From an optimization exercise on the open Yosys and OpenROAD flow, aimed at small area, a short achievable clock period and few clock cycles; shortcuts taken in it are not production practice. At most, simulation tests tie the RTL to the original design; equivalence was not proved.

oak:
Design qsc_decoder, start of the top module:
module qsc_decoder (
    input  wire        clk,
    input  wire        rst,
    input  wire        cmd_valid,
    output wire        cmd_ready,
    input  wire [5:0]  cmd_width_m1,
    input  wire [5:0]  cmd_lines_m1,
    input  wire        cmd_hist_reset,
    input  wire [14:0] cmd_nbytes,
    input  wire [7:0]  cmd_fill,
    input  wire        in_valid,
    output wire        in_ready,
    input  wire [7:0]  in_data,
    output wire        out_valid,
    input  wire        out_ready,
    output wire [7:0]  out_pix,
    output wire        done,
    output wire [2:0]  status
);
Size: about 4100 cells after synthesis, about 1100 flip-flops, roughly 52000 um2 of cells after synthesis.
export LEC_CHECK = 0
export ABC_CLOCK_PERIOD_IN_PS = 5000
export CAP_MARGIN = 20
export CORE_MARGIN = 2
export CORE_UTILIZATION = 40
export SETUP_SLACK_MARGIN = 5
export SLEW_MARGIN = 20
create_clock -name core_clock -period 12.0 [get_ports {clk}]
run.sh (not shown) runs the stock make flow with config.mk's settings and CLKGATE_MAP_FILE= SYNTH_SCRIPT=/design/flow/synth_recipe.tcl, a recipe that flattens the netlist after the stock synthesis.
### oak -> cedar
diff --git a/flow/design.v b/flow/design.v
--- a/flow/design.v
+++ b/flow/design.v
@@ -172,25 +172,29 @@
             m_k[kk]   = qt[(8 - kk) +: 8];
             ovf_k[kk] = (qt >> (8 - kk)) > 16'd255;
             pix_k[kk] = addm(pred, m_k[kk]);
         end
     end
     wire [7:0]  pix_e = addm(pred, t);
     wire [7:0]  m     = esc ? t : m_k[k];
     wire        movf  = !esc && ovf_k[k];
     wire [7:0]  pix   = esc ? pix_e : pix_k[k];
     wire [5:0]  len_r = {1'b0, q} + 6'd1 + (esc ? 6'd8 : {3'd0, k});
     wire [5:0]  need_r = z24 ? 6'd24 : len_r;
-    wire [5:0]  need_ub = z24 ? 6'd24 : esc ? 6'd32 : ({1'b0, q} + 6'd8);
     wire        more   = ibyte_v || (bytes_left != 15'd0);
-    wire        r_ok   = (nbits >= need_ub) || !more;
+    reg [22:0] okpos;              
+    always @(*) begin
+        for (i = 0; i < 23; i = i + 1) okpos[22 - i] = (nbits >= i + 8);
+    end
+    wire        r_ok   = (nbits >= 6'd32) || ((bb[39:17] & okpos) != 23'd0) ||
+                         (z24 && nbits >= 6'd24) || !more;
     wire        r_short  = (nbits < need_r);
     wire        r_syntax = z24 || movf;
     wire [14:0] a_sum = {1'b0, a_cur} + {7'd0, m};
     wire        halve = (n_cur == 6'd63);
     wire [13:0] a_new = halve ? a_sum[14:1] : a_sum[13:0];
     wire [5:0]  n_new = halve ? 6'd32 : n_cur + 6'd1;
     wire [3:0]  jr     = jtab(ri);
     wire        rbit   = bb[39];
     wire [14:0] rem    = bb[38:24] >> (4'd15 - jr);
     wire [5:0]  need_run = rbit ? 6'd1 : 6'd1 + {2'd0, jr};
     wire        u_ok   = (nbits >= need_run) || !more;
@@ -202,53 +206,55 @@
     wire out_free = !ov || out_ready;
     wire in_fill = (run_left != 6'd0);
     wire at_top  = !in_fill && (in_run || (flat && !after_run));
     wire regular = !in_fill && !at_top;
     wire go    = (state == S_DEC) && out_free &&
                  (in_fill || (at_top ? u_ok : r_ok));
     wire fail  = at_top ? (u_short || u_syntax) : regular ? (r_short || r_syntax) : 1'b0;
     wire [2:0] fail_stat = (at_top ? u_short : r_short) ? ST_SHORT : ST_SYNTAX;
     wire no_pix = at_top && !rbit && (rem == 15'd0) && !fail;
     wire emit  = go && !no_pix;
     wire [7:0] value = regular ? pix : a_r;
-    wire [5:0] len = in_fill ? 6'd0 : at_top ? need_run : len_r;
     wire last_j    = (j == w_m1);
     wire last_line = (ln == l_m1);
     wire [5:0] dsel = w_m1 - 6'd1;
     wire [7:0] in32 = r0;
     wire [7:0] in16 = dsel[5] ? s32[31] : in32;
     wire [7:0] in8  = dsel[4] ? s16[15] : in16;
     wire [7:0] in4  = dsel[3] ? s8[7]   : in8;
     wire [7:0] in2  = dsel[2] ? s4[3]   : in4;
     wire [7:0] in1  = dsel[1] ? s2[1]   : in2;
     wire [7:0] tap  = dsel[0] ? s1      : in1;
     wire       w1     = (w_m1 == 6'd0);
     wire [7:0] up     = (zero_line && !last_j) ? 8'd0 : tap;    
     wire [7:0] b_next = w1 ? value : up;
     wire fill_go = (state == S_ERR) && out_free;
     wire        merge  = ibyte_v && (nbits <= 6'd32);
     wire [39:0] bbm    = merge ? (bb | ({ibyte, 32'd0} >> nbits)) : bb;
     wire [5:0]  nbm    = merge ? nbits + 6'd8 : nbits;
-    wire [5:0]  ulen   = go ? len : 6'd0;
+    wire        hold   = !go || in_fill;
+    wire [39:0] bb_n   = hold ? bbm : at_top ? (bbm << need_run) : (bbm << len_r);
     wire        in_hs  = in_valid && in_ready_r;
     wire        pix_out = emit || fill_go;
     wire [7:0]  pix_val = (fill_go || fail) ? fill_val : value;
     assign cmd_ready = cmd_ready_r;
     assign in_ready  = in_ready_r;
     assign out_valid = ov;
     assign out_pix   = opix;
     assign done      = done_r;
     assign status    = stat;
     wire [14:0] bl_n = bytes_left - (in_hs ? 15'd1 : 15'd0);
     wire        ib_n = in_hs ? 1'b1 : (merge ? 1'b0 : ibyte_v);
-    wire [5:0]  nb_n = nbm - ulen;
+    wire [5:0]  nb_top = nbm - need_run;
+    wire [5:0]  nb_n = hold ? nbm : at_top ? nb_top : (nbm - len_r);
+    wire [5:0]  nb_lb = hold ? nbm : at_top ? nb_top : (nbm - {1'b0, q} - 6'd1);
     always @(posedge clk) begin
         if (l_v) begin
             acc[lctx]   <= l_a;
             cnt_n[lctx] <= l_n;
             kr[lctx]    <= k_l;
         end
         if (emit) begin
             r0 <= value;
             s32[0] <= in32;
             for (i = 1; i < 32; i = i + 1) s32[i] <= s32[i - 1];
             s16[0] <= in16;
@@ -303,25 +309,25 @@
                             b_r <= 8'd0;
                             c_r <= 8'd0;
                             cv  <= 16'd0;
                             l_v <= 1'b0;
                             ri  <= 5'd0;
                         end
                         state <= S_DEC;
                     end
                 end
                 S_DEC: begin
                     ibyte_v    <= ib_n;
-                    bb         <= bbm << ulen;
+                    bb         <= bb_n;
                     nbits      <= nb_n;
-                    in_ready_r <= (bl_n != 15'd0) && (!ib_n || nb_n <= 6'd32);
+                    in_ready_r <= (bl_n != 15'd0) && (!ib_n || nb_lb <= 6'd32);
                     if (go) begin
                         if (in_fill) begin
                             run_left <= run_left - 6'd1;
                             if (run_left == 6'd1 && run_is_rem) after_run <= 1'b1;
                         end else if (at_top) begin
                             if (rbit) begin
                                 in_run     <= 1'b1;
                                 run_is_rem <= 1'b0;
                                 run_left   <= chunk_cnt[5:0] - 6'd1;
                                 if (full && ri != 5'd31) ri <= ri + 5'd1;
                             end else begin
Results
- Relative to oak, combined area of the multi-input logic cells has increased by about 0.6% in cedar.
- Diff oak -> cedar | worst slack after detailed placement | decrease of 0.29 ns
- Looking at oak and cedar, the count of input and output buffers is a wash.
- Relative to oak, the data required time at the worst endpoint of cedar is higher by 0.04 ns.
No functional check of the RTL was part of any run of this note.

---

Another version of the RTL of qsc_decoder (not shown whole).
Size: about 1100 flip-flops.
Settings: LEC_CHECK=0, CAP_MARGIN=20, CORE_MARGIN=2, CORE_UTILIZATION=40, CTS_CLUSTER_DIAMETER=80, CTS_CLUSTER_SIZE=24, SETUP_SLACK_MARGIN=5, SLEW_MARGIN=20; clock period 12.0 ns.
Testbench counts at the start, summed over its fixed seeds: cycles 146,447.
==> next run, changes <==
--- a/flow/design.v
+++ b/flow/design.v
@@ -202,27 +202,30 @@
     wire        z24  = (bb[39:16] == 24'd0);   
     wire        esc  = (q == 5'd23);
     wire [7:0]  t    = v[38:31];               
     wire        sel_m1 = at_top && !rbit && (jr == 4'd0);
     wire [4:0]  qe     = sel_m1 ? q - 5'd1 : q;
     wire        comb   = sel_m1 && (bb[39:17] != 23'd0);       
     reg [7:0]  m_k   [0:7];
+    reg [7:0]  pix_k [0:7];
     reg [7:0]  ovf_k;
     reg [15:0] qt;
     integer kk;
     always @(*) begin
         qt = {3'd0, qe, t};
         for (kk = 0; kk < 8; kk = kk + 1) begin
             m_k[kk]   = qt[(8 - kk) +: 8];
             ovf_k[kk] = (qt >> (8 - kk)) > 16'd255;
+            pix_k[kk] = addm(pred, m_k[kk]);
         end
     end
+    wire [7:0]  pix_e = addm(pred, t);
     wire [7:0]  m     = esc ? t : m_k[k];
     wire        movf  = !esc && ovf_k[k];
-    wire [7:0]  pix   = addm(pred, m);
+    wire [7:0]  pix   = esc ? pix_e : pix_k[k];
     wire [5:0]  len_r = {1'b0, q} + 6'd1 + (esc ? 6'd8 : {3'd0, k});
     wire [5:0]  need_r = z24 ? 6'd24 : len_r;
     wire        more   = ibyte_v || (bytes_left != 15'd0);
     reg [22:0] okpos;              
     always @(*) begin
         for (i = 0; i < 23; i = i + 1) okpos[22 - i] = (nbits >= i + 8);
     end
Outcome:
- final area came out higher by 6.8%
- routed wire length came out higher by 11%
- non-clock buffer count came out higher by 71
- count of clock-buffer cells in the layout came out lower by 2
Only the layout flow was run in the second run of this note; the RTL was not checked for function there.

---

Another version of the RTL of qsc_decoder (not shown whole).
Size: ~4100 cells after synthesis, ~1100 flip-flops, about 64 I/O pins, roughly 52000 µm² of cells after synthesis.
make LEC_CHECK=0 CAP_MARGIN=20 CORE_MARGIN=2 CORE_UTILIZATION=40 CTS_CLUSTER_DIAMETER=80 CTS_CLUSTER_SIZE=24 SETUP_SLACK_MARGIN=5 SLEW_MARGIN=20 finish   # period 12.0 ns
==> next run, changes <==
--- a/flow/design.v
+++ b/flow/design.v
@@ -194,25 +194,25 @@
         v = bb;
         q = 5'd0;
         if (v[39:24] == 16'd0) begin q[4] = 1'b1; v = {v[23:0], 16'd0}; end
         if (v[39:32] == 8'd0)  begin q[3] = 1'b1; v = {v[31:0], 8'd0};  end
         if (v[39:36] == 4'd0)  begin q[2] = 1'b1; v = {v[35:0], 4'd0};  end
         if (v[39:38] == 2'd0)  begin q[1] = 1'b1; v = {v[37:0], 2'd0};  end
         if (v[39] == 1'b0)     begin q[0] = 1'b1; v = {v[38:0], 1'd0};  end
     end
     wire        z24  = (bb[39:16] == 24'd0);   
     wire        esc  = (q == 5'd23);
     wire [7:0]  t    = v[38:31];               
-    wire        sel_m1 = at_top && !rbit;
-    wire [4:0]  qe     = sel_m1 ? q - 5'd1 - {1'b0, jr} : q;
-    wire        comb   = sel_m1 && (rem == 15'd0) && (bb[39:17] != 23'd0);    
+    wire        sel_m1 = at_top && !rbit && (jr == 4'd0);
+    wire [4:0]  qe     = sel_m1 ? q - 5'd1 : q;
+    wire        comb   = sel_m1 && (bb[39:17] != 23'd0);       
     reg [7:0]  m_k   [0:7];
     reg [7:0]  ovf_k;
     reg [15:0] qt;
     integer kk;
     always @(*) begin
         qt = {3'd0, qe, t};
         for (kk = 0; kk < 8; kk = kk + 1) begin
             m_k[kk]   = qt[(8 - kk) +: 8];
             ovf_k[kk] = (qt >> (8 - kk)) > 16'd255;
         end
     end
@@ -251,23 +251,25 @@
     wire at_top  = !in_fill && (in_run || (flat && !after_run));
     wire regular = !in_fill && !at_top;
     wire top_run = at_top && !comb;        
     wire dec_reg = regular || comb;        
     wire go    = (state == S_DEC) && out_free && !done_pend &&
                  (in_fill || (at_top ? (u_ok && (!comb || r_ok)) : r_ok));
     wire fail  = top_run ? (u_short || u_syntax) : dec_reg ? (r_short || r_syntax) : 1'b0;
     wire [2:0] fail_stat = (top_run ? u_short : r_short) ? ST_SHORT : ST_SYNTAX;
     wire no_pix = top_run && !rbit && (rem == 15'd0) && !u_short;
     wire emit  = go && !no_pix;
     wire [7:0] value = dec_reg ? pix : a_r;
-    wire [5:0] len = in_fill ? 6'd0 : top_run ? need_run : len_r;
+    wire pre   = in_fill && (run_left == 6'd1) && !run_is_rem && !last_j &&
+                 !rbit && (rem == 15'd0) && (jr != 4'd0) && (nbits >= need_run);
+    wire [5:0] len = in_fill ? (pre ? need_run : 6'd0) : top_run ? need_run : len_r;
     wire last_j    = (j == w_m1);
     wire last_line = (ln == l_m1);
     wire [5:0] dsel = w_m1 - 6'd1;
     wire [7:0] in32 = r0;
     wire [7:0] in16 = dsel[5] ? s32[31] : in32;
     wire [7:0] in8  = dsel[4] ? s16[15] : in16;
     wire [7:0] in4  = dsel[3] ? s8[7]   : in8;
     wire [7:0] in2  = dsel[2] ? s4[3]   : in4;
     wire [7:0] in1  = dsel[1] ? s2[1]   : in2;
     wire [7:0] tap  = dsel[0] ? s1      : in1;
     wire       w1     = (w_m1 == 6'd0);
@@ -346,22 +348,27 @@
                     in_ready_r <= 1'b0;
                 end
                 S_DEC: begin
                     ibyte_v    <= ib_n;
                     bb         <= bbm << ulen;
                     nbits      <= nb_n;
                     in_ready_r <= (bl_n != 15'd0) && (!ib_n || nb_n <= 6'd32);
                     if (go) begin
                         if (in_fill) begin
                             run_left <= run_left - 6'd1;
                             if (run_left == 6'd1 && run_is_rem) after_run <= 1'b1;
+                            if (pre) begin
+                                in_run    <= 1'b0;
+                                after_run <= 1'b1;
+                                ri        <= ri - 5'd1;
+                            end
                         end else if (top_run) begin
                             if (rbit) begin
                                 in_run     <= 1'b1;
                                 run_is_rem <= 1'b0;
                                 run_left   <= chunk_cnt[5:0] - 6'd1;
                                 if (full && ri != 5'd31) ri <= ri + 5'd1;
                             end else begin
                                 in_run     <= 1'b0;
                                 run_is_rem <= 1'b1;
                                 if (ri != 5'd0) ri <= ri - 5'd1;
                                 if (rem <= 15'd1) after_run <= 1'b1;
The new run went through all stages and came out clean.
Cell area drops by about 1.5%.
Hold slack degrades by 3.7 ps.
Synthesized area decreases by about 1%.
Utilization shrinks by 0.46 points.
Wire length fell by 1.5%.
No functional check of the RTL was part of any run of this note.

---

Setup of try-nickel:
Another version of the RTL of qsc_decoder (not shown whole).
Size in the first run: roughly 4500 cells after synthesis, about 1100 flip-flops, roughly 55000 sq um of cells after synthesis.
export LEC_CHECK = 0
export CAP_MARGIN = 20
export CORE_MARGIN = 2
export CORE_UTILIZATION = 40
export SETUP_SLACK_MARGIN = 4
export SLEW_MARGIN = 20
create_clock -name core_clock -period 12.0 [get_ports {clk}]
Input-level comparison between try-garnet and try-nickel:
--- a/flow/design.v
+++ b/flow/design.v
@@ -179,15 +179,20 @@
             ovf_k[kk] = (qt >> (8 - kk)) > 16'd255;
             pix_k[kk] = addm(pred, m_k[kk]);
         end
     end
     wire [7:0]  pix_e = addm(pred, t);
     wire [7:0]  m     = esc ? t : m_k[k];
     wire        movf  = !esc && ovf_k[k];
-    wire [7:0]  pix   = esc ? pix_e : pix_k[k];
+    reg  [7:0]  pix;
+    always @(*) begin
+        pix = {8{esc}} & pix_e;
+        for (kk = 0; kk < 8; kk = kk + 1)
+            pix = pix | ({8{!esc && (k == kk)}} & pix_k[kk]);
+    end
     wire [5:0]  len_r = {1'b0, q} + 6'd1 + (esc ? 6'd8 : {3'd0, k});
     wire [5:0]  need_r = z24 ? 6'd24 : len_r;
     wire        more   = ibyte_v || (bytes_left != 15'd0);
     reg [22:0] okpos;              
     always @(*) begin
         for (i = 0; i < 23; i = i + 1) okpos[22 - i] = (nbits >= i + 8);
     end
==> comparison <==
- try-garnet — count of inserted antenna diode cells 1 higher, try-nickel as reference
- Post-detailed-routing wire length for try-garnet is higher than for try-nickel.
- Between try-garnet and try-nickel, the fraction of layout instances using a drive strength above 1 does not differ in any meaningful way.
- try-nickel was smaller in final cell area than try-garnet.
- try-garnet ends up with a die area that is 2800 sq um higher than in try-nickel.
No run of this note included a check of the RTL's function; only the layout flow was run.

---

== north ==
Another version of the RTL of qsc_decoder (not shown whole).
Size: ~4100 cells after synthesis, roughly 64 I/O pins.
make LEC_CHECK=0 CAP_MARGIN=20 CORE_MARGIN=2 CORE_UTILIZATION=40 CTS_CLUSTER_DIAMETER=80 CTS_CLUSTER_SIZE=24 SETUP_SLACK_MARGIN=5 SLEW_MARGIN=20 finish   # period 12.0 ns
north has completed all stages; timing, DRC and antenna checks passed.
diff inputs: north => south
diff --git a/flow/design.v b/flow/design.v
--- a/flow/design.v
+++ b/flow/design.v
@@ -120,46 +120,22 @@
                 5'd28:                      jtab = 4'd12;
                 5'd29:                      jtab = 4'd13;
                 5'd30:                      jtab = 4'd14;
                 default:                    jtab = 4'd15;
             endcase
         end
     endfunction
-    function ge14;
-        input [13:0] x;
-        input [13:0] y;
-        reg [13:0] gg, pp, g2, p2;
-        integer n, d;
-        begin
-            gg = x & ~y;
-            pp = x | ~y;
-            for (d = 1; d < 14; d = d * 2) begin
-                g2 = gg;
-                p2 = pp;
-                for (n = d; n < 14; n = n + 1) begin
-                    g2[n] = gg[n] | (pp[n] & gg[n - d]);
-                    p2[n] = pp[n] & pp[n - d];
-                end
-                gg = g2;
-                pp = p2;
-            end
-            ge14 = gg[13] | pp[13];
-        end
-    endfunction
     function [2:0] kfor;
         input [13:0] av;
         input [5:0]  nv;
         integer kk;
-        reg [13:0] nk;
         begin
             kfor = 3'd7;
-            for (kk = 6; kk >= 0; kk = kk - 1) begin
-                nk = {8'd0, nv} << kk;
-                if (ge14(nk, av)) kfor = kk[2:0];
-            end
+            for (kk = 6; kk >= 0; kk = kk - 1)
+                if (({8'd0, nv} << kk) >= av) kfor = kk[2:0];
         end
     endfunction
     function [8:0] add8;
         input [7:0] x;
         input [7:0] y;
         input       ci;
         reg [7:0] g, p, gg, pp, g2, p2;
@@ -191,15 +167,16 @@
         reg [8:0] r;
         begin
             r = add8(p, {1'b0, mv[7:1]} ^ {8{mv[0]}}, 1'b0);
             addm = r[7:0];
         end
     endfunction
     wire       flat = (a_r == b_r) && (b_r == c_r);
-    wire [8:0] dac  = {1'b0, a_r} - {1'b0, c_r};
+    wire [8:0] dac_c = add8(a_r, ~c_r, 1'b1);              
+    wire [8:0] dac  = {!dac_c[8], dac_c[7:0]};
     wire       le3  = dac[8] ? ((dac[8:2] == 7'h7f) && (dac[1:0] != 2'd0)) : (dac[8:2] == 7'd0);
     wire       le15 = dac[8] ? ((dac[8:4] == 5'h1f) && (dac[3:0] != 4'd0)) : (dac[8:4] == 5'd0);
     wire [1:0] qa   = (a_r == c_r) ? 2'd0 : le3 ? 2'd1 : le15 ? 2'd2 : 2'd3;
     wire [3:0] ctx  = {qb_r, qa};
     wire       hit  = l_v && (lctx == ctx);
     wire       cvx  = cv[ctx];
     wire [2:0] k_l  = kfor(l_a, l_n);
@@ -276,15 +253,15 @@
     wire regular = !in_fill && !at_top;
     wire top_run = at_top && !comb;        
     wire dec_reg = regular || comb;        
     wire go    = (state == S_DEC) && out_free && !done_pend &&
                  (in_fill || (at_top ? (u_ok && (!comb || r_ok)) : r_ok));
     wire fail  = top_run ? (u_short || u_syntax) : dec_reg ? (r_short || r_syntax) : 1'b0;
     wire [2:0] fail_stat = (top_run ? u_short : r_short) ? ST_SHORT : ST_SYNTAX;
-    wire no_pix = top_run && !rbit && (rem == 15'd0) && !u_short;
+    wire no_pix = top_run && !rbit && (rem == 15'd0) && !u_short && !u_syntax;
     wire emit  = go && !no_pix;
     wire [7:0] value = dec_reg ? pix : a_r;
     wire [5:0] len = in_fill ? 6'd0 : top_run ? need_run : len_r;
     wire last_j    = (j == w_m1);
     wire last_line = (ln == l_m1);
     wire [5:0] dsel = w_m1 - 6'd1;
     wire [7:0] in32 = r0;
@@ -321,14 +298,15 @@
     assign out_valid = ov;
     assign out_pix   = ofill ? fill_val : r0;
     assign done      = done_r;
     assign status    = stat;
     wire [14:0] bl_n = bytes_left - (in_hs ? 15'd1 : 15'd0);
     wire        ib_n = in_hs ? 1'b1 : (merge ? 1'b0 : ibyte_v);
     wire [5:0]  nb_n = nbm - ulen;
+    wire [5:0]  nb_lb = (!go || in_fill) ? nbm : top_run ? (nbm - need_run) : (nbm - {1'b0, q} - 6'd1);
     always @(posedge clk) begin
         if (l_v) begin
             acc[lctx]   <= l_a;
             cnt_n[lctx] <= l_n;
             kr[lctx]    <= k_l;
         end
         for (i = 0; i < 4; i = i + 1) kc[i] <= kc_n[i];
@@ -369,15 +347,15 @@
                 S_IDLE: begin
                     in_ready_r <= 1'b0;
                 end
                 S_DEC: begin
                     ibyte_v    <= ib_n;
                     bb         <= bbm << ulen;
                     nbits      <= nb_n;
-                    in_ready_r <= (bl_n != 15'd0) && (!ib_n || nb_n <= 6'd32);
+                    in_ready_r <= (bl_n != 15'd0) && (!ib_n || nb_lb <= 6'd32);
                     if (go) begin
                         if (in_fill) begin
                             run_left <= run_left - 6'd1;
                             if (run_left == 6'd1 && run_is_rem) after_run <= 1'b1;
                         end else if (top_run) begin
                             if (rbit) begin
                                 in_run     <= 1'b1;
### Flow results
- south finished end to end and its layout was clean on timing, DRC and antenna.
- On south: number of standard cells in the final layout excluding fillers is about 4% higher than what north gave.
- In south, the inserted tap cell count came out 93 above the value in north.
- Area of the core on south is up relative to north.
- Row count was higher in the run labelled south.
- Delay of the slowest critical-path stage was higher in the run labelled south.
- [south] average cell area after synthesis rose about 0.5% relative to north
- Diff south..north | core utilization of the finished layout | negligible
- south leaves more setup margin than north.
- south — relative slew slack 7.7 points lower, north as reference
No functional check of the RTL was part of any run of this note.

-- separate check: timing with driven ports --
In the flow no input, the clock included, has a driving cell. The finished layouts below were timed again as built, in two steps. Step 1 (the two cells are an assumption about what drives the block):
set clk [get_ports {clk}]
set_driving_cell -lib_cell sky130_fd_sc_hd__clkbuf_16 $clk
set_driving_cell -lib_cell sky130_fd_sc_hd__buf_2 [delete_from_list [all_inputs] $clk]
Step 2 also shifts input and output timing later by t, the mid clock arrival at the registers, as if the neighbouring blocks saw the same clock. a / b / c = ideal / step 1 / step 2; a / b = the first two.
run	shift t [ns]	setup slack, ns	worst setup path after step 2	latest minus earliest clock arrival (ns)	worst data-port slew with drivers (ns)
oak	0.799	4.627 / 4.627 / 4.627	register to register	0.086 / 0.086	0.06
cedar	0.801	4.527 / 4.527 / 4.527	register to register	0.097 / 0.097	0.08
the first run of note 2	0.766	5.181 / 5.181 / 4.931	input to register	0.076 / 0.077	0.15
the second run of note 2	0.768	5.153 / 5.153 / 5.041	input to register	0.102 / 0.103	0.07
the first run of note 3	0.766	5.127 / 5.127 / 5.127	register to register	0.088 / 0.088	0.05
the second run of note 3	0.754	4.966 / 4.966 / 4.543	input to register	0.086 / 0.085	0.06
try-nickel	0.813	4.230 / 4.230 / 4.230	register to register	0.102 / 0.102	0.08
try-garnet	0.794	4.355 / 4.355 / 4.355	register to register	0.070 / 0.069	0.16
north	0.758	5.094 / 5.094 / 4.868	input to register	0.054 / 0.053	0.05
south	0.768	5.146 / 5.146 / 5.146	register to register	0.066 / 0.067	0.07
After both steps every run listed still meets setup and hold. For the second run of note 3, which loses most, drivers alone change the setup slack by 0.000 ns; drivers and shift together by -0.423 ns.
